What follows belongs to an exercise in optimizing a design on an open flow for small area; a production flow would make more cautious choices.
The RTL was checked by simulation tests, not by an equivalence proof against the original design.
Power and IR drop assume default switching activity.

==> design.v <==
module pwm_trip_filter (
    input  wire       clk,
    input  wire       rst,
    input  wire       in_act,    
    input  wire       ce,        
    input  wire [9:0] n,         
    output reg        level      
);
    reg       in_q;
    reg [9:0] fcnt;
    always @(posedge clk) begin
        if (rst) begin
            in_q  <= 1'b0;
            level <= 1'b0;
            fcnt  <= 10'd0;
        end else begin
            in_q <= in_act;
            if (ce) begin
                if (in_q != level) begin
                    if (fcnt >= n) begin
                        level <= in_q;
                        fcnt  <= 10'd0;
                    end else begin
                        fcnt <= fcnt + 10'd1;
                    end
                end else begin
                    fcnt <= 10'd0;
                end
            end
        end
    end
endmodule
module pwm_leg (
    input  wire        clk,
    input  wire        rst,
    input  wire        start,       
    input  wire        cmd_en,
    input  wire        cmd_h,
    input  wire        measure,     
    input  wire        adapt_en,
    input  wire        sw_now,      
    input  wire [15:0] dt_fix,
    input  wire [15:0] dt_min,
    input  wire [15:0] dt_max,
    input  wire [11:0] margin,
    output reg         gh,          
    output reg         gl,          
    output wire [15:0] dt_rise,     
    output wire [15:0] dt_fall,     
    output reg         fb,          
    output wire        fb_enter     
);
    reg        cur_en;
    reg        cur_h;
    reg [15:0] dcnt;
    reg [15:0] dtr;
    reg [15:0] dtf;
    reg        win;
    reg        win_fall;
    reg [15:0] tm;
    reg        swq;
    reg [6:0]  miss;
    assign dt_rise = adapt_en ? dtr : dt_fix;
    assign dt_fall = adapt_en ? dtf : dt_fix;
    wire        changed  = (cmd_en != cur_en) || (cmd_en && (cmd_h != cur_h));
    wire        edge_hl  = cur_en && cmd_en && (cmd_h != cur_h);
    wire [15:0] dt_sel   = cmd_h ? dt_rise : dt_fall;
    wire        trans    = win && (win_fall ? (swq && !sw_now) : (!swq && sw_now));
    wire        seen     = !changed && trans;
    wire        missed   = !changed && win && !trans && (dcnt == 16'd0);
    wire [16:0] tm_marg  = {1'b0, tm} + {5'd0, margin};
    wire [15:0] dt_new   = (tm_marg < {1'b0, dt_min}) ? dt_min :
                           (tm_marg > {1'b0, dt_max}) ? dt_max : tm_marg[15:0];
    assign fb_enter = missed && (miss == 7'd63);
    always @(posedge clk) begin
        if (rst) begin
            cur_en <= 1'b0;
            cur_h  <= 1'b0;
            dcnt   <= 16'd0;
            gh     <= 1'b0;
            gl     <= 1'b0;
        end else begin
            cur_en <= cmd_en;
            cur_h  <= cmd_h;
            if (!cmd_en) begin
                gh   <= 1'b0;
                gl   <= 1'b0;
                dcnt <= 16'd0;
            end else if (changed) begin
                gh   <= cmd_h && (dt_sel == 16'd0);
                gl   <= !cmd_h && (dt_sel == 16'd0);
                dcnt <= dt_sel;
            end else if (dcnt != 16'd0) begin
                dcnt <= dcnt - 16'd1;
                if (dcnt == 16'd1) begin
                    gh <= cur_h;
                    gl <= !cur_h;
                end
            end
        end
    end
    always @(posedge clk) begin
        if (rst) begin
            win      <= 1'b0;
            win_fall <= 1'b0;
            tm       <= 16'd0;
            swq      <= 1'b0;
            miss     <= 7'd0;
            fb       <= 1'b0;
            dtr      <= 16'd0;
            dtf      <= 16'd0;
        end else begin
            swq <= sw_now;
            if (changed) begin
                win      <= adapt_en && measure && edge_hl;
                win_fall <= !cmd_h;
                tm       <= 16'd0;
            end else if (win) begin
                if (trans || dcnt == 16'd0)
                    win <= 1'b0;
                else
                    tm <= tm + 16'd1;
            end
            if (start) begin
                dtr  <= dt_fix;
                dtf  <= dt_fix;
                miss <= 7'd0;
                fb   <= 1'b0;
            end else if (seen) begin
                if (win_fall)
                    dtf <= dt_new;
                else
                    dtr <= dt_new;
                miss <= 7'd0;
                fb   <= 1'b0;
            end else if (missed) begin
                if (miss != 7'd64)
                    miss <= miss + 7'd1;
                if (miss == 7'd63) begin
                    fb  <= 1'b1;
                    dtr <= dt_fix;
                    dtf <= dt_fix;
                end
            end
        end
    end
endmodule
module pwm_cmp (
    input  wire [15:0] duty,
    input  wire [19:0] t_pwm,
    input  wire [7:0]  min_pulse,
    output wire [19:0] cmp
);
    wire [15:0] d    = duty[15] ? 16'h8000 : duty;
    wire [35:0] prod = d * t_pwm + 36'h4000;
    wire [20:0] raw  = prod[35:15];
    wire [20:0] p    = {9'd0, min_pulse, 4'd0};
    wire [20:0] t    = {1'b0, t_pwm};
    assign cmp = ((raw != 21'd0) && (raw < p))   ? 20'd0 :
                 ((raw < t) && (raw + p > t))    ? t_pwm :
                 raw[19:0];
endmodule
module pwm_axis (
    input  wire        clk,
    input  wire        rst,
    input  wire [19:0] t_pwm,         
    input  wire [1:0]  k_sel,         
    input  wire        inv_h,         
    input  wire        inv_l,         
    input  wire [7:0]  min_pulse,     
    input  wire [15:0] dt_min,
    input  wire [15:0] dt_max,
    input  wire [15:0] dt_fix,
    input  wire [11:0] margin,
    input  wire        adapt_en,
    input  wire        sw_inv,
    input  wire [9:0]  filt_n,        
    input  wire        filt_clk,      
    input  wire        trip_pol,      
    input  wire        trip_en,
    input  wire        trip_action,   
    input  wire [7:0]  latch_n,       
    input  wire [15:0] win,           
    input  wire [9:0]  gfilt_n,       
    input  wire        gfilt_clk,
    input  wire        gtrip_pol,
    input  wire        gtrip_en,
    input  wire        gmode,         
    input  wire        gmask,         
    input  wire        pwm_on,        
    input  wire [15:0] duty_u,        
    input  wire [15:0] duty_v,
    input  wire [15:0] duty_w,
    input  wire [2:0]  rel,           
    input  wire [2:0]  sw,            
    input  wire        trip_in,       
    input  wire        gtrip_in,      
    input  wire        sto,           
    input  wire        fault_clear,   
    input  wire        clr_fb_seen,   
    input  wire        clr_trip_total,  
    output wire [2:0]  gate_h,        
    output wire [2:0]  gate_l,        
    output wire        tick,          
    output reg         on,
    output reg         sto_now,
    output wire        trip_now,
    output wire [2:0]  fb_now,
    output reg  [2:0]  fb_seen,
    output wire        in_level,
    output wire        g_level,
    output reg         window_open,
    output reg         latched,
    output reg  [7:0]  win_count,
    output reg  [15:0] trip_total,
    output reg         ev_pwm,
    output reg  [19:0] cmp_u,
    output reg  [19:0] cmp_v,
    output reg  [19:0] cmp_w,
    output reg  [2:0]  released,
    output wire [15:0] dt_rise_u,
    output wire [15:0] dt_fall_u,
    output wire [15:0] dt_rise_v,
    output wire [15:0] dt_fall_v,
    output wire [15:0] dt_rise_w,
    output wire [15:0] dt_fall_w
);
    reg  [19:0] cnt;
    reg  [1:0]  pidx;
    wire [1:0]  kmax  = (k_sel == 2'd0) ? 2'd0 : (k_sel == 2'd1) ? 2'd1 : 2'd3;
    wire        pend  = (cnt >= t_pwm - 20'd1);    
    wire        ps    = (cnt == 20'd0);            
    assign tick = pend && (pidx >= kmax);
    always @(posedge clk) begin
        if (rst) begin
            cnt  <= 20'd0;
            pidx <= 2'd0;
        end else if (pend) begin
            cnt  <= 20'd0;
            pidx <= (pidx >= kmax) ? 2'd0 : pidx + 2'd1;
        end else begin
            cnt <= cnt + 20'd1;
        end
    end
    reg  [2:0] pre;
    always @(posedge clk) begin
        if (rst)
            pre <= 3'd0;
        else
            pre <= pre + 3'd1;
    end
    wire ax_level;
    wire gr_level;
    pwm_trip_filter u_ftrip (
        .clk    (clk),
        .rst    (rst),
        .in_act (trip_in ^ trip_pol),
        .ce     (!filt_clk || (pre == 3'd7)),
        .n      (filt_n),
        .level  (ax_level)
    );
    pwm_trip_filter u_fgtrip (
        .clk    (clk),
        .rst    (rst),
        .in_act (gtrip_in ^ gtrip_pol),
        .ce     (!gfilt_clk || (pre == 3'd7)),
        .n      (gfilt_n),
        .level  (gr_level)
    );
    assign in_level = ax_level;
    assign g_level  = gmask && gr_level;
    reg  hold_r;
    reg  counted;
    reg  [15:0] wper;
    wire trip_act = (trip_en && ax_level) || (gtrip_en && !gmode && g_level);
    wire hold     = on && !sto_now && (trip_act || (hold_r && !ps));
    assign trip_now = hold;
    wire counted_now = counted && !ps;
    wire tp_new      = hold && !counted_now;
    wire closing     = on && ps && window_open && (wper >= win);
    wire [7:0] wc_inc = win_count + 8'd1;
    wire [7:0] wc_new = (window_open) ? wc_inc : 8'd1;
    wire latch_cnt   = tp_new && (wc_new >= latch_n);
    wire latch_grp   = on && !sto_now && gtrip_en && gmode && g_level;
    wire latch_now   = latch_cnt || latch_grp;
    wire win_opens   = tp_new && !window_open;
    wire start = tick && pwm_on && !on && !sto_now && !latched;
    wire stop  = on && ((pend && !pwm_on) || sto_now || latch_now);
    always @(posedge clk) begin
        if (rst) begin
            on          <= 1'b0;
            sto_now     <= 1'b0;
            latched     <= 1'b0;
            hold_r      <= 1'b0;
            counted     <= 1'b0;
            window_open <= 1'b0;
            win_count   <= 8'd0;
            wper        <= 16'd0;
            trip_total  <= 16'd0;
        end else begin
            sto_now <= sto;
            latched <= (latched && !fault_clear) || latch_now;
            if (start)
                on <= 1'b1;
            else if (stop)
                on <= 1'b0;
            if (clr_trip_total)
                trip_total <= 16'd0;
            else if (tp_new && trip_total != 16'hFFFF)
                trip_total <= trip_total + 16'd1;
            if (!on) begin
                hold_r      <= 1'b0;
                counted     <= 1'b0;
                window_open <= 1'b0;
                win_count   <= 8'd0;
                wper        <= 16'd0;
            end else begin
                hold_r  <= hold;
                counted <= counted_now || tp_new;
                if (closing) begin
                    window_open <= 1'b0;
                    win_count   <= 8'd0;
                    wper        <= 16'd0;
                end else begin
                    if (window_open && ps)
                        wper <= wper + 16'd1;
                    if (tp_new) begin
                        win_count <= wc_new;
                        if (!window_open) begin
                            window_open <= 1'b1;
                            wper        <= 16'd1;
                        end
                    end
                end
            end
        end
    end
    wire [19:0] cmp_u_new;
    wire [19:0] cmp_v_new;
    wire [19:0] cmp_w_new;
    pwm_cmp u_cmp_u (.duty(duty_u), .t_pwm(t_pwm), .min_pulse(min_pulse), .cmp(cmp_u_new));
    pwm_cmp u_cmp_v (.duty(duty_v), .t_pwm(t_pwm), .min_pulse(min_pulse), .cmp(cmp_v_new));
    pwm_cmp u_cmp_w (.duty(duty_w), .t_pwm(t_pwm), .min_pulse(min_pulse), .cmp(cmp_w_new));
    wire load = tick && (start || (on && !stop));
    always @(posedge clk) begin
        if (rst) begin
            cmp_u    <= 20'd0;
            cmp_v    <= 20'd0;
            cmp_w    <= 20'd0;
            released <= 3'b111;
        end else if (load) begin
            cmp_u    <= cmp_u_new;
            cmp_v    <= cmp_v_new;
            cmp_w    <= cmp_w_new;
            released <= rel;
        end
    end
    wire        run    = on && !sto_now;
    wire [2:0]  cmd_en;
    wire [2:0]  cmd_h;
    wire [59:0] cmp_all = {cmp_w, cmp_v, cmp_u};
    wire [2:0]  gh;
    wire [2:0]  gl;
    wire [2:0]  fb_enter;
    wire [47:0] dtr_all;
    wire [47:0] dtf_all;
    genvar i;
    generate
        for (i = 0; i < 3; i = i + 1) begin : g_leg
            assign cmd_en[i] = run && (hold ? trip_action : !released[i]);
            assign cmd_h[i]  = !hold && (cnt < cmp_all[20*i +: 20]);
            pwm_leg u_leg (
                .clk      (clk),
                .rst      (rst),
                .start    (start),
                .cmd_en   (cmd_en[i]),
                .cmd_h    (cmd_h[i]),
                .measure  (!hold),
                .adapt_en (adapt_en),
                .sw_now   (sw[i] ^ sw_inv),
                .dt_fix   (dt_fix),
                .dt_min   (dt_min),
                .dt_max   (dt_max),
                .margin   (margin),
                .gh       (gh[i]),
                .gl       (gl[i]),
                .dt_rise  (dtr_all[16*i +: 16]),
                .dt_fall  (dtf_all[16*i +: 16]),
                .fb       (fb_now[i]),
                .fb_enter (fb_enter[i])
            );
        end
    endgenerate
    assign gate_h = gh ^ {3{inv_h}};
    assign gate_l = gl ^ {3{inv_l}};
    assign dt_rise_u = dtr_all[15:0];
    assign dt_fall_u = dtf_all[15:0];
    assign dt_rise_v = dtr_all[31:16];
    assign dt_fall_v = dtf_all[31:16];
    assign dt_rise_w = dtr_all[47:32];
    assign dt_fall_w = dtf_all[47:32];
    always @(posedge clk) begin
        if (rst) begin
            fb_seen <= 3'b000;
            ev_pwm  <= 1'b0;
        end else begin
            fb_seen <= (clr_fb_seen ? 3'b000 : fb_seen) | fb_enter;
            ev_pwm  <= (win_opens && !closing) || (latch_now && !latched) || (|fb_enter);
        end
    end
endmodule
==> run.sh <==
#!/bin/bash
# synth_recipe.tcl (not shown) runs the flow's synth.tcl, then flattens the netlist and writes it again
# the make line also repeats each setting of config.mk as NAME=value (left out here)
make -C /OpenROAD-flow-scripts/flow DESIGN_CONFIG=/design/flow/config.mk WORK_HOME=/design/flow/orfs CLKGATE_MAP_FILE= SYNTH_SCRIPT=/design/flow/synth_recipe.tcl finish
==> config.mk <==
export PLATFORM = sky130hd
export DESIGN_NAME = pwm_axis
export DESIGN_NICKNAME = pwm_axis
export VERILOG_FILES = /design/flow/design.v
export SDC_FILE = /design/flow/constraint.sdc
export NUM_CORES = 4
export LEC_CHECK = 0
export CAP_MARGIN = 20
export CORE_MARGIN = 2
export CORE_UTILIZATION = 35
export SLEW_MARGIN = 20
==> constraint.sdc <==
create_clock -name core_clock -period 13.0 [get_ports {clk}]
set_input_delay 2.6000 -clock core_clock [delete_from_list [all_inputs] [get_ports {clk}]]
set_output_delay 2.6000 -clock core_clock [all_outputs]
set_load 0.01 [all_outputs]
==> notes.md <==
- R2r setup slk: 6.73 ns
- Clk slew on worst S/H paths: around 0.08 ns
- Largest family of logic cells by synthesized area: adder cells
- Layout cells sized above 1: 0.04322
- Leak: between 30 and 40 nW
- Simple-gate area share of the yosys netlist: 0.1958
- Post-DP HPWL: 177300 um
- Adder-cell share of the synthesized area: 0.3966
- Remaining antenna violation count: 0
- Die span in x: 429.8 um
- Crit path top cell by count: fa_1
- Initial Utilization: 0.3518
- WL final: around 220000 um
- Final hold vios: 0
- Asr flop ratio synth: 0
- Slew @ Worst Pin: 1.139 ns
- CP max stage cell: xnor2_1
- Final worst slack: 0.6402 ns
- Worst hold slack: ~0.42 ns
- DRC Markers: 0
- Worst Clk Skew: 0.02358 ns
- Xor/xnor cell area share of the yosys netlist: 0.04567
- Max IR drop VDD: 0.3530 mV
- DR pass1 iterations: 6
- Yosys cell types: slightly above 90
- Power density cells: between 200 and 250 mW/mm2
- Via count: around 55000
- Area growth from synthesis to layout: 13.84%
- Die Span Y: around 430 um
- Final critical-path share of the clock period: 0.9508
- CTS tree: done
- RSZ-0062 raised after global routing: no
- Iteration-0 DRC Markers: between 3000 and 4000
- HP Class: reg -> reg
- EDFF count, synth: 0
- Net count after synthesis: between 9000 and 10000
- Max H-tree Level: 2
- Synth Cell Area: 0.06346 mm2
- Final Max Tran Viols: 0
- Status: timing/DRC/antenna clean
- Core box area: ~0.18 mm2
- Final setup violation count: 0
- Port Buffers: 413
- Congestion Overflow GR: 0
- Synth Instances: 7779
- Root Driver: clkbuf_16
- Post-route setup TNS: 0 ns
- # fillers: 18366
- Total CTS buffers: between 40 and 50
- Clock Tree Buf Depth: 3
- Clock Latency Late Sink: about 0.6 ns
- Total GRT Usage: 0.2321
- DR vias/cell: ~5.3
- Startpoint types: input port
- Seq/Total Area, Yosys: 0.1259
- Placed cell count: just over 10000
- Setup CP Type: in -> reg
- Place WS: -0.1663 ns
- Top_reg_cell synth: dfxtp_1
- Max-Cap Viols: 0
- Crit end category: register
- Post-CTS Hold Fix Bufs: 0
- Initial antenna violation count: 12
- Yosys reg bits: around 400
- Wire per inst: 20.63 um
- Clk sinks: around 400
- Crit path time final: about 12 ns
- Mapped Avg Cell Area: roughly 8 um2
- Pin count of the biggest net entering global routing: between 100 and 150
- Final nets: approximately 9800
- Compound-gate portion of the synthesized area: 0.1224
- Non-filler cells, final: about 10000
- Number of global-route vias before repair: around 57000
- CP max stage delay: 0.83 ns
- Post-synthesis mux area share: 0.02003
- Critical Path AT: around 13 ns
- Global-route wire length before repair: about 340000 um
- GP Congestion: between 0.9 and 1
- Fmax: approximately 80 MHz
- Die Area: 0.1847 mm2
- # IOs: a little over 400
- Yosys warnings: 3
- Num rows: between 150 and 200
- CP required: 13.53 ns
- Crit-path max FO: 19
- Slew margin rel.: 0.2406
==> worst paths after layout <==
check / from / end / cells after the start
max: duty_w[15] / cmp_w[0] / 37
min: pre[0] / pre[0] / 1
max reg2reg: g_leg[1].u_leg.tm[0] / g_leg[1].u_leg.dtf[1] / 18
min reg2reg: pre[0] / pre[0] / 1
==> placed cells by master, fill, tap and decap left out, types with 110 or more instances in the layout <==
| cell | n |
|---|---|
| inv_1 | 1192 |
| nand2_1 | 960 |
| ha_1 | 802 |
| fa_1 | 756 |
| nor2_1 | 501 |
| and2_1 | 424 |
| dfxtp_1 | 399 |
| clkdlybuf4s50_1 | 391 |
| a21oi_1 | 379 |
| o21ai_0 | 199 |
| buf_4 | 190 |
| xnor2_1 | 171 |
| xor2_1 | 156 |
| a21o_1 | 135 |
| a211oi_1 | 124 |
| nand3_1 | 121 |
| mux2i_1 | 118 |
| nand4_1 | 110 |
==> cells by family (layout without fill, tap and decap cells) <==
group,after synthesis,in the layout
fa+ha+maj,1558,1558
buf+inv,1563,1882
other cells,0,8
compound gates,1218,1218
mux,126,126
flops,399,399
simple gates,2585,2585
xor+xnor,330,330
==> Yosys cell counts (110+ instances only) <==
| library cell | n | share of area |
|---|---|---|
| xor2_1 | 157 | 0.022 |
| inv_1 | 1192 | 0.071 |
| nor2_1 | 502 | 0.030 |
| and2_1 | 424 | 0.042 |
| nand3_1 | 121 | 0.0095 |
| dfxtp_1 | 399 | 0.13 |
| clkbuf_1 | 330 | 0.020 |
| xnor2_1 | 172 | 0.024 |
| a211oi_1 | 124 | 0.015 |
| a21oi_1 | 382 | 0.030 |
| fa_1 | 756 | 0.24 |
| o21ai_0 | 200 | 0.016 |
| ha_1 | 802 | 0.16 |
| a21o_1 | 135 | 0.016 |
| nand4_1 | 110 | 0.011 |
| mux2i_1 | 118 | 0.019 |
| nand2_1 | 960 | 0.057 |
==> state kept, by name (all words and copies together) (netlist names), 8 cells and up <==
name / flops
g_leg.u_leg.dcnt: 48
g_leg.u_leg.tm: 48
trip_total: 16
cmp_v: 20
cmp_w: 20
g_leg.u_leg.miss: 21
g_leg.u_leg.dtf: 48
win_count: 8
u_fgtrip.fcnt: 10
wper: 16
g_leg.u_leg.dtr: 48
cmp_u: 20
u_ftrip.fcnt: 10
cnt: 20
==> report_power, final <==
| group | internal (mW) | switching (mW) |
|---|---|---|
| Sequential | 1.23 | 0.00502 |
| Combinational | 5.73 | 8.47 |
| Clock | 0.754 | 0.545 |
| Total | 7.71 | 9.02 |
==> critical path: cells and delay by family <==
kind	cells	cell delay, ns
AND/OR/NAND/NOR	11	1.85
buffers and inverters	8	1.43
multiplexers	1	0.34
adder cells (fa/ha/maj)	9	4.17
XOR/XNOR	2	0.98
AO/OA/AOI/OAI	6	1.48
==> final cells by class <==
type                       count  area [um2]  share of cell area
clock buffer                  60        1260             0.01744
inverter                    1192        4474             0.06194
multi-input combinational   5817       49610              0.6867
antenna                        8       20.02           0.0002771
tap                         2370        2965             0.04105
clock inverter                14       183.9            0.002546
timing repair buffer         616        5741             0.07947
sequential                   399        7988              0.1106
==> metrics by stage <==
stage / power [mW] / area (um2) / util
floorplan: 10.78 / 63460 / -
global placement: 14.93 / 70660 / 0.3918
detailed placement: 15.18 / 70660 / 0.3918
CTS: 16.60 / 72100 / 0.3998
global route: 18.44 / 72240 / 0.4005
finish: 16.73 / 72240 / 0.4005
==> metal layers <==
metal | vias up | routed length (um) | track usage
met1 | 27460 | 88490 | 0.2863
met2 | 1601 | 107800 | 0.4098
met3 | 408 | 9280 | 0.02136
met5 | - | 13 | 0
li1 | 25870 | - | -
met4 | 2 | 10540 | 0.1026
==> timing repair <==
| action | CTS | global route |
|---|---|---|
| endpoints found under the setup margin | 0 | 38 |
| setup buffers | 0 | 7 |
| gates resized for setup | 0 | 6 |

[static timing again, ports no longer ideal]
Ports are ideal in the flow. The routed layout listed here was re-timed in OpenROAD. Step 1 assumes that a clkbuf_16 drives the clock port and a buf_2 every other input. Step 2 times the ports against the registers' clock, not the clock port: input delays grow and output delays shrink by t, the midpoint of the rising clock arrivals with the driver on. Three values: ideal ports, drivers, drivers and shift; two values: the first two.
t, ns: 0.656
slack for setup (ns): 0.640 / 0.686 / 0.030
pins driven straight from the clock port: 1
After both steps this run still meets setup and hold. The setup slack of this run moves by +0.046 ns with the drivers and by -0.610 ns with both steps.
